Source: an optimization exercise on an open RTL-to-GDS flow (aim: small area, a short achievable clock period and few clock cycles per item). Production flows keep margins and buffers that such runs may drop. Only simulation tests tie the RTL to the original design; equivalence was not proved.

[design.v]
module se_int_lane (
    input  wire        clk,
    input  wire        rst,
    input  wire        in_valid,
    output wire        in_ready,
    input  wire [2:0]  in_kind,
    input  wire [2:0]  in_fn,
    input  wire [1:0]  in_type,
    input  wire [1:0]  in_round,
    input  wire        in_sat,
    input  wire [31:0] in_x,
    input  wire [31:0] in_y,
    input  wire [31:0] in_z,
    output wire        out_valid,
    output wire [31:0] out_result,
    output wire        out_sat
);
    localparam K_ADD = 3'd0, K_MUL = 3'd1, K_MAC = 3'd2, K_SHF = 3'd3,
               K_CMP = 3'd4, K_CVT = 3'd5;
    localparam T_INT8 = 2'd0, T_INT16 = 2'd1, T_INT32 = 2'd2;
    localparam R_RNE = 2'd0, R_RTZ = 2'd1, R_RDN = 2'd2, R_RNA = 2'd3;
    reg        s1_valid;
    reg [2:0]  s1_kind;
    reg [2:0]  s1_fn;
    reg [1:0]  s1_type;
    reg [1:0]  s1_round;
    reg        s1_sat;
    reg [31:0] s1_x, s1_y, s1_z;
    assign in_ready = 1'b1;
    always @(posedge clk) begin
        if (rst)
            s1_valid <= 1'b0;
        else
            s1_valid <= in_valid;
        if (in_valid) begin
            s1_kind  <= in_kind;
            s1_fn    <= in_fn;
            s1_type  <= in_type;
            s1_round <= in_round;
            s1_sat   <= in_sat;
            s1_x     <= in_x;
            s1_y     <= in_y;
            s1_z     <= in_z;
        end
    end
    reg signed [31:0] xs, ys, zs;
    always @* begin
        case (s1_type)
            T_INT8: begin
                xs = {{24{s1_x[7]}}, s1_x[7:0]};
                ys = {{24{s1_y[7]}}, s1_y[7:0]};
                zs = {{24{s1_z[7]}}, s1_z[7:0]};
            end
            T_INT16: begin
                xs = {{16{s1_x[15]}}, s1_x[15:0]};
                ys = {{16{s1_y[15]}}, s1_y[15:0]};
                zs = {{16{s1_z[15]}}, s1_z[15:0]};
            end
            default: begin
                xs = s1_x;
                ys = s1_y;
                zs = s1_z;
            end
        endcase
    end
    reg [5:0] cwidth;
    always @* begin
        case (s1_type)
            T_INT8:  cwidth = 6'd8;
            T_INT16: cwidth = 6'd16;
            default: cwidth = 6'd32;
        endcase
    end
    wire signed [63:0] xw = xs;
    wire signed [63:0] yw = ys;
    wire signed [63:0] zw = zs;
    wire signed [63:0] prod_xy = xw * yw;
    wire signed [63:0] prod_yz = yw * zw;
    wire [4:0]  shamt    = ys[4:0];
    wire        sh_ge_w  = ({1'b0, shamt} >= cwidth);
    reg  [63:0] x_unsigned;
    always @* begin
        case (s1_type)
            T_INT8:  x_unsigned = {56'd0, s1_x[7:0]};
            T_INT16: x_unsigned = {48'd0, s1_x[15:0]};
            default: x_unsigned = {32'd0, s1_x};
        endcase
    end
    reg signed [63:0] sh_src;
    reg signed [63:0] sh_floor;
    reg        [63:0] sh_mask;
    reg        [63:0] sh_rem;
    reg        [63:0] sh_half;
    reg               sh_neg;
    reg               sh_up;
    reg signed [63:0] sh_rounded;
    always @* begin
        sh_src   = (s1_fn == 3'd1) ? $signed(x_unsigned) : xw;
        sh_neg   = sh_src[63];
        sh_floor = sh_src >>> shamt;
        sh_mask  = (64'd1 << shamt) - 64'd1;
        sh_rem   = sh_src & sh_mask;
        sh_half  = (64'd1 << shamt) >> 1;
        sh_up    = 1'b0;
        if (sh_rem != 64'd0) begin
            case (s1_round)
                R_RNE: sh_up = (sh_rem > sh_half) ||
                               ((sh_rem == sh_half) && sh_floor[0]);
                R_RTZ: sh_up = sh_neg;
                R_RDN: sh_up = 1'b0;
                R_RNA: sh_up = (sh_rem > sh_half) ||
                               ((sh_rem == sh_half) && !sh_neg);
            endcase
        end
        sh_rounded = sh_floor + (sh_up ? 64'sd1 : 64'sd0);
    end
    reg signed [63:0] exact;      
    reg        [1:0]  rtype;      
    reg               no_fit;     
    always @* begin
        exact  = 64'sd0;
        rtype  = s1_type;
        no_fit = 1'b0;
        case (s1_kind)
            K_ADD: begin
                case (s1_fn)
                    3'd0: exact = xw + yw;
                    3'd1: exact = xw - yw;
                    3'd2: exact = (xw < yw) ? xw : yw;
                    3'd3: exact = (xw > yw) ? xw : yw;
                    default: exact = (xw > yw) ? (xw - yw) : (yw - xw);
                endcase
            end
            K_MUL: exact = prod_xy;
            K_MAC: begin
                case (s1_fn)
                    3'd0: exact = prod_xy + zw;
                    3'd1: exact = prod_yz + xw;
                    default: exact = zw - prod_xy;
                endcase
            end
            K_SHF: begin
                case (s1_fn)
                    3'd0: begin
                        if (sh_ge_w) begin
                            exact  = xs[31] ? -64'sd1 : 64'sd0;
                            no_fit = 1'b1;
                        end else
                            exact = sh_rounded;
                    end
                    3'd1: begin
                        if (sh_ge_w) begin
                            exact  = 64'sd0;
                            no_fit = 1'b1;
                        end else
                            exact = sh_rounded;
                    end
                    default: exact = xw <<< shamt;
                endcase
            end
            K_CMP: begin
                no_fit = 1'b1;
                case (s1_fn)
                    3'd0: exact = {63'd0, xw == yw};
                    3'd1: exact = {63'd0, xw != yw};
                    3'd2: exact = {63'd0, xw <  yw};
                    3'd3: exact = {63'd0, xw <= yw};
                    3'd4: exact = {63'd0, xw >  yw};
                    default: exact = {63'd0, xw >= yw};
                endcase
            end
            default: begin           
                exact = xw;
                rtype = s1_fn[1:0];
            end
        endcase
    end
    reg signed [63:0] lo, hi;
    reg        [31:0] wrapped;
    reg        [31:0] fitted;
    reg               fit_sat;
    always @* begin
        case (rtype)
            T_INT8: begin
                lo      = -64'sd128;
                hi      =  64'sd127;
                wrapped = {{24{exact[7]}}, exact[7:0]};
            end
            T_INT16: begin
                lo      = -64'sd32768;
                hi      =  64'sd32767;
                wrapped = {{16{exact[15]}}, exact[15:0]};
            end
            default: begin
                lo      = -64'sd2147483648;
                hi      =  64'sd2147483647;
                wrapped = exact[31:0];
            end
        endcase
        fitted  = wrapped;
        fit_sat = 1'b0;
        if (!no_fit && s1_sat) begin
            if (exact > hi) begin
                fitted  = hi[31:0];
                fit_sat = 1'b1;
            end else if (exact < lo) begin
                fitted  = lo[31:0];
                fit_sat = 1'b1;
            end
        end
    end
    reg        s2_valid;
    reg [31:0] s2_result;
    reg        s2_sat;
    always @(posedge clk) begin
        if (rst)
            s2_valid <= 1'b0;
        else
            s2_valid <= s1_valid;
        s2_result <= fitted;
        s2_sat    <= fit_sat;
    end
    assign out_valid  = s2_valid;
    assign out_result = s2_result;
    assign out_sat    = s2_sat;
endmodule
[constraint.sdc]
create_clock -name core_clock -period 18.0 [get_ports {clk}]
set_input_delay 3.6000 -clock core_clock [delete_from_list [all_inputs] [get_ports {clk}]]
set_output_delay 3.6000 -clock core_clock [all_outputs]
set_load 0.01 [all_outputs]
[run.sh]
#!/bin/bash
# synth_recipe.tcl (not shown) runs the flow's synth.tcl, then flattens the netlist and writes it again
# the make line also repeats each setting of config.mk as NAME=value (left out here)
make -C /OpenROAD-flow-scripts/flow DESIGN_CONFIG=/design/flow/config.mk WORK_HOME=/design/flow/orfs CLKGATE_MAP_FILE= SYNTH_SCRIPT=/design/flow/synth_recipe.tcl finish
[config.mk]
export PLATFORM = sky130hd
export DESIGN_NAME = se_int_lane
export DESIGN_NICKNAME = se_int_lane
export VERILOG_FILES = /design/flow/design.v
export SDC_FILE = /design/flow/constraint.sdc
export NUM_CORES = 4
export LEC_CHECK = 0
export CAP_MARGIN = 35
export CORE_MARGIN = 2
export CORE_UTILIZATION = 30
export PLACE_DENSITY = 0.5
export SLEW_MARGIN = 35
==> summary.txt <==
[area by class of cell]
class / count / area, µm²
clock inverters: 7 / 85.1
multi-input cells: 9089 / 86200
fillers: 35663 / 225000
repair buffers: 483 / 4050
clock buffers: 24 / 537
diodes: 10 / 25.0
well taps: 4387 / 5490
flip-flops and latches: 142 / 3910
inverters: 2193 / 8240
[worst register-to-register path: cells and delay by family, from the launching register on]
| family | cells | cell delay (ps) |
|---|---|---|
| adder cells (fa/ha/maj) | 10 | 4820 |
| AO/OA/AOI/OAI | 14 | 4070 |
| AND/OR/NAND/NOR | 10 | 3580 |
| buffers and inverters | 10 | 2560 |
| XOR/XNOR | 4 | 720 |
| multiplexers | 1 | 580 |
| flip-flops | 1 | 570 |
[cell families after synthesis]
family | count (synthesis) | synth area share
AND/OR/NAND/NOR | 3784 | 0.162
buffers and inverters | 2902 | 0.109
adder cells (fa/ha/maj) | 2845 | 0.518
AO/OA/AOI/OAI | 2018 | 0.131
XOR/XNOR | 308 | 0.0268
flip-flops | 142 | 0.0389
multiplexers | 133 | 0.0144
other | 1 | 0.0000373
[per-layer routing]
layer / part of all wire / vias to the layer above / global-route usage
li1: - / 38001 / -
met1: 0.41 / 47157 / 0.398
met2: 0.42 / 5413 / 0.419
met3: 0.11 / 895 / 0.0667
met4: 0.054 / 36 / 0.126
met5: 0.00057 / - / 0
[cell usage after synthesis, types with 23 or more instances]
cell,number,area [µm²]
sky130_fd_sc_hd__nand2b_1,56,350
sky130_fd_sc_hd__mux2_2,26,293
sky130_fd_sc_hd__a211o_1,33,289
sky130_fd_sc_hd__a21oi_1,571,2860
sky130_fd_sc_hd__a221oi_1,38,333
sky130_fd_sc_hd__fa_1,2200,44000
sky130_fd_sc_hd__nor2b_1,50,313
sky130_fd_sc_hd__or3_1,38,238
sky130_fd_sc_hd__clkbuf_1,541,2030
sky130_fd_sc_hd__inv_1,2143,8040
sky130_fd_sc_hd__xnor2_1,200,1750
sky130_fd_sc_hd__nor3_1,148,741
sky130_fd_sc_hd__xor2_1,108,946
sky130_fd_sc_hd__nand4_1,77,482
sky130_fd_sc_hd__nand2_1,1750,6570
sky130_fd_sc_hd__nor4_1,58,363
sky130_fd_sc_hd__or2_2,25,156
sky130_fd_sc_hd__a31oi_1,62,388
sky130_fd_sc_hd__a21o_1,136,1020
sky130_fd_sc_hd__or4_1,23,173
sky130_fd_sc_hd__o22ai_1,58,363
sky130_fd_sc_hd__a2111oi_0,33,289
sky130_fd_sc_hd__o221ai_1,28,245
sky130_fd_sc_hd__clkinv_1,40,150
sky130_fd_sc_hd__a211oi_1,88,661
sky130_fd_sc_hd__o21a_1,71,533
sky130_fd_sc_hd__dfxtp_1,35,701
sky130_fd_sc_hd__mux2i_1,100,1000
sky130_fd_sc_hd__ha_1,645,8070
sky130_fd_sc_hd__buf_1,117,439
sky130_fd_sc_hd__edfxtp_1,107,3210
sky130_fd_sc_hd__o31ai_1,51,383
sky130_fd_sc_hd__o21bai_1,59,443
sky130_fd_sc_hd__buf_2,36,180
sky130_fd_sc_hd__and2_1,90,563
sky130_fd_sc_hd__o211ai_1,90,676
sky130_fd_sc_hd__and3_1,50,313
sky130_fd_sc_hd__nor2_1,1185,4450
sky130_fd_sc_hd__nand3_1,135,676
sky130_fd_sc_hd__o21ai_0,416,2080
[flip-flops by register name (all words and copies together) (netlist names)]
name       cells
s1_z          32
s1_x          32
s1_valid       1
s1_y          32
s2_valid       1
s1_fn          3
s1_sat         1
s1_round       2
s1_type        2
s2_result     32
s2_sat         1
s1_kind        3
[worst max-delay path by stage]
stage / from / end / cells past startpoint
after floorplan: s1_y[4] / s2_result[21] / 60
after global placement: s1_type[1] / s2_result[19] / 53
after detailed placement: s1_type[1] / s2_result[18] / 49
after CTS: s1_type[1] / s2_result[18] / 53
after global routing: s1_type[1] / s2_result[18] / 49
final: s1_type[1] / s2_result[18] / 49
[through the flow]
| stage | hold slack, ps | instance area (µm²) |
|---|---|---|
| global route | 466 | 108000 |
| detailed placement | 428 | 108000 |
| CTS | 440 | 108000 |
| global placement | 418 | 108000 |
| finish | 438 | 108000 |
| floorplan | 414 | 101000 |
==> run_summary.xml <==
<?xml version="1.0" encoding="UTF-8"?>
<metrics>
  <group name="synth">
    <metric name="synth_warnings" unit="">1</metric>
    <metric name="synth_seq_cells" unit="">142</metric>
    <metric name="ys_seq_area_frac" unit="">0.0389</metric>
    <metric name="synth_async_sr_flop_share" unit="">0</metric>
    <metric name="post_synth.cell_area_avg" unit="µm²">8.30</metric>
    <metric name="synth_ff_type" unit="">sky130_fd_sc_hd__edfxtp_1</metric>
    <metric name="post_synth_inst_count" unit="">12133</metric>
    <metric name="syn_nets" unit="">15088</metric>
    <metric name="synth-edff-count" unit="">107</metric>
    <metric name="synth.lib_cells_used.distinct" unit="">114</metric>
    <metric name="synthesis.area" unit="mm²">0.101</metric>
  </group>
  <group name="cells_and_area">
    <metric name="layout.cells.most_common" unit="">sky130_fd_sc_hd__fa_1</metric>
    <metric name="layout-area-overhead-vs-synth" unit="%">7.78</metric>
    <metric name="drive_gt1_frac" unit="">0.0513</metric>
    <metric name="nets" unit="">14885</metric>
    <metric name="finalCoreUtilization" unit="">0.325</metric>
    <metric name="final-instance-count-excl-fill" unit="">16335</metric>
    <metric name="most-common-layout-cells" unit="">sky130_fd_sc_hd__fa_1, sky130_fd_sc_hd__inv_1, sky130_fd_sc_hd__nand2_1</metric>
  </group>
  <group name="floorplan">
    <metric name="die_x" unit="µm">583</metric>
    <metric name="floorplan.initialDensity" unit="">0.302</metric>
    <metric name="placeableCoreArea" unit="mm²">0.334</metric>
    <metric name="floorplan.rows" unit="">212</metric>
    <metric name="die_h" unit="µm">583</metric>
    <metric name="die-area" unit="mm²">0.340</metric>
    <metric name="num_io_pins" unit="">145</metric>
  </group>
  <group name="placed_design">
    <metric name="pre_cts_ws" unit="ps">1610</metric>
    <metric name="place.gp.congestion" unit="">1.06</metric>
    <metric name="hpwl" unit="µm">389000</metric>
    <metric name="io_buffers" unit="">143</metric>
    <metric name="dp.cells" unit="">16292</metric>
  </group>
  <group name="critical_path">
    <metric name="critical_path_launch_point_type" unit="">flop</metric>
    <metric name="worst-path-max-fanout" unit="">23</metric>
    <metric name="timing.critical_path.arrival" unit="ps">17510</metric>
    <metric name="r2r_slack" unit="ps">960</metric>
    <metric name="worst_ep_required_time" unit="ps">18460</metric>
    <metric name="end_kind" unit="">flop</metric>
    <metric name="worst_r2r_startpoint" unit="">s1_type[1]</metric>
    <metric name="worst_r2r_endpoint" unit="">s2_result[18]</metric>
    <metric name="crit_path_top_delay_cell" unit="">sky130_fd_sc_hd__nor3_1</metric>
    <metric name="critical_path.n_buffers_inverters" unit="">10</metric>
    <metric name="worstSetupPathType" unit="">flop to flop</metric>
    <metric name="cpPeakStageDelay" unit="ps">810</metric>
    <metric name="cell_seen_most_often_among_critical_path_stages" unit="">sky130_fd_sc_hd__fa_1</metric>
    <metric name="path_delay_family" unit="">adder cells</metric>
    <metric name="worst-r2r-cell-count" unit="">49</metric>
  </group>
  <group name="sta">
    <metric name="rsz_0062_raised_after_global_routing" unit="">false</metric>
    <metric name="fin_worst_skew" unit="ps">40.6</metric>
    <metric name="finalCriticalPeriod" unit="ps">17040</metric>
    <metric name="timing_worst_slew_pin_value" unit="ps">1140</metric>
    <metric name="worst_slew_margin_rel" unit="">0.243</metric>
    <metric name="timing.setup.tns" unit="ps">0</metric>
    <metric name="setup_viol_count_final" unit="">0</metric>
    <metric name="layout_worst_path_cycle_share" unit="">0.947</metric>
    <metric name="finalMaxSlewViolations" unit="">0</metric>
    <metric name="final-hold-violation-count" unit="">0</metric>
    <metric name="max_clock_freq" unit="MHz">58.7</metric>
    <metric name="post-route-worst-setup-slack" unit="ps">955</metric>
  </group>
  <group name="cts">
    <metric name="clock_tree.root_cell" unit="">sky130_fd_sc_hd__clkbuf_16</metric>
    <metric name="cts_buffer_depth" unit="">3</metric>
    <metric name="cts-htree-levels" unit="">4</metric>
    <metric name="post_cts.resized_instances" unit="">0</metric>
    <metric name="cts-hold-fix-buffers" unit="">0</metric>
    <metric name="cts_tree" unit="">done</metric>
    <metric name="tritoncts.num_buffers" unit="">21</metric>
    <metric name="insertion_delay" unit="ps">620</metric>
    <metric name="cts.clk_slew.worst_paths" unit="ps">70</metric>
    <metric name="post-cts-setup-buffer-count" unit="">0</metric>
    <metric name="cts_num_sinks" unit="">142</metric>
  </group>
  <group name="detailed_routing">
    <metric name="drt-wirelength-per-cell" unit="µm">29.8</metric>
    <metric name="final_antenna_net_count" unit="">0</metric>
    <metric name="via_per_inst" unit="">5.60</metric>
    <metric name="drt_first_pass_iters" unit="">7</metric>
    <metric name="drt_drc_violations_left" unit="">0</metric>
    <metric name="finalWirelength" unit="µm">487000</metric>
    <metric name="drt_iter0_markers" unit="">11538</metric>
    <metric name="routed-via-count" unit="">91502</metric>
  </group>
  <group name="min_path">
    <metric name="hold_path_startpoint" unit="">s1_valid</metric>
    <metric name="timing.hold.worst.class" unit="">flop to flop</metric>
    <metric name="whs_path_depth" unit="">1</metric>
    <metric name="hold_path_end" unit="">s2_valid</metric>
  </group>
  <group name="grt">
    <metric name="antenna_found_initial" unit="">46</metric>
    <metric name="grt.total_usage" unit="">0.285</metric>
    <metric name="grt_remaining_overflow" unit="">0</metric>
    <metric name="grt_pass1_vias" unit="">90877</metric>
    <metric name="pin_count_of_the_biggest_net_entering_global_routing" unit="">99</metric>
    <metric name="grt_first_pass_wirelength" unit="µm">692000</metric>
  </group>
  <group name="job">
    <metric name="max_cap_violations" unit="">0</metric>
  </group>
  <group name="run_status">
    <metric name="outcome" unit="">complete, no violations</metric>
  </group>
</metrics>
Testbench counts, summed over its fixed seeds: cycles 32,016, items 32,000.

## static timing again, ports no longer ideal
How much do the figures lean on ideal ports? The routed layout below was timed once more, with nothing changed but the port constraints.
Step 1 assumes that a clkbuf_16 drives the clock port and a buf_2 every other input.
Step 2 times the ports against the registers' clock, not the clock port: input delays grow and output delays shrink by t, the midpoint of the rising clock arrivals with the driver on.
Slacks: ideal ports / drivers / drivers and shift; pairs: ideal ports / drivers.
shift t [ns]: 0.700
setup slack, ns: 0.955 / 0.955 / 0.955
worst setup path after step 2: register to register
worst slew at a driven data input, ns: 0.08
After both steps this run still meets setup and hold. The setup slack of this run moves by 0.000 ns with the drivers and by 0.000 ns with both steps.
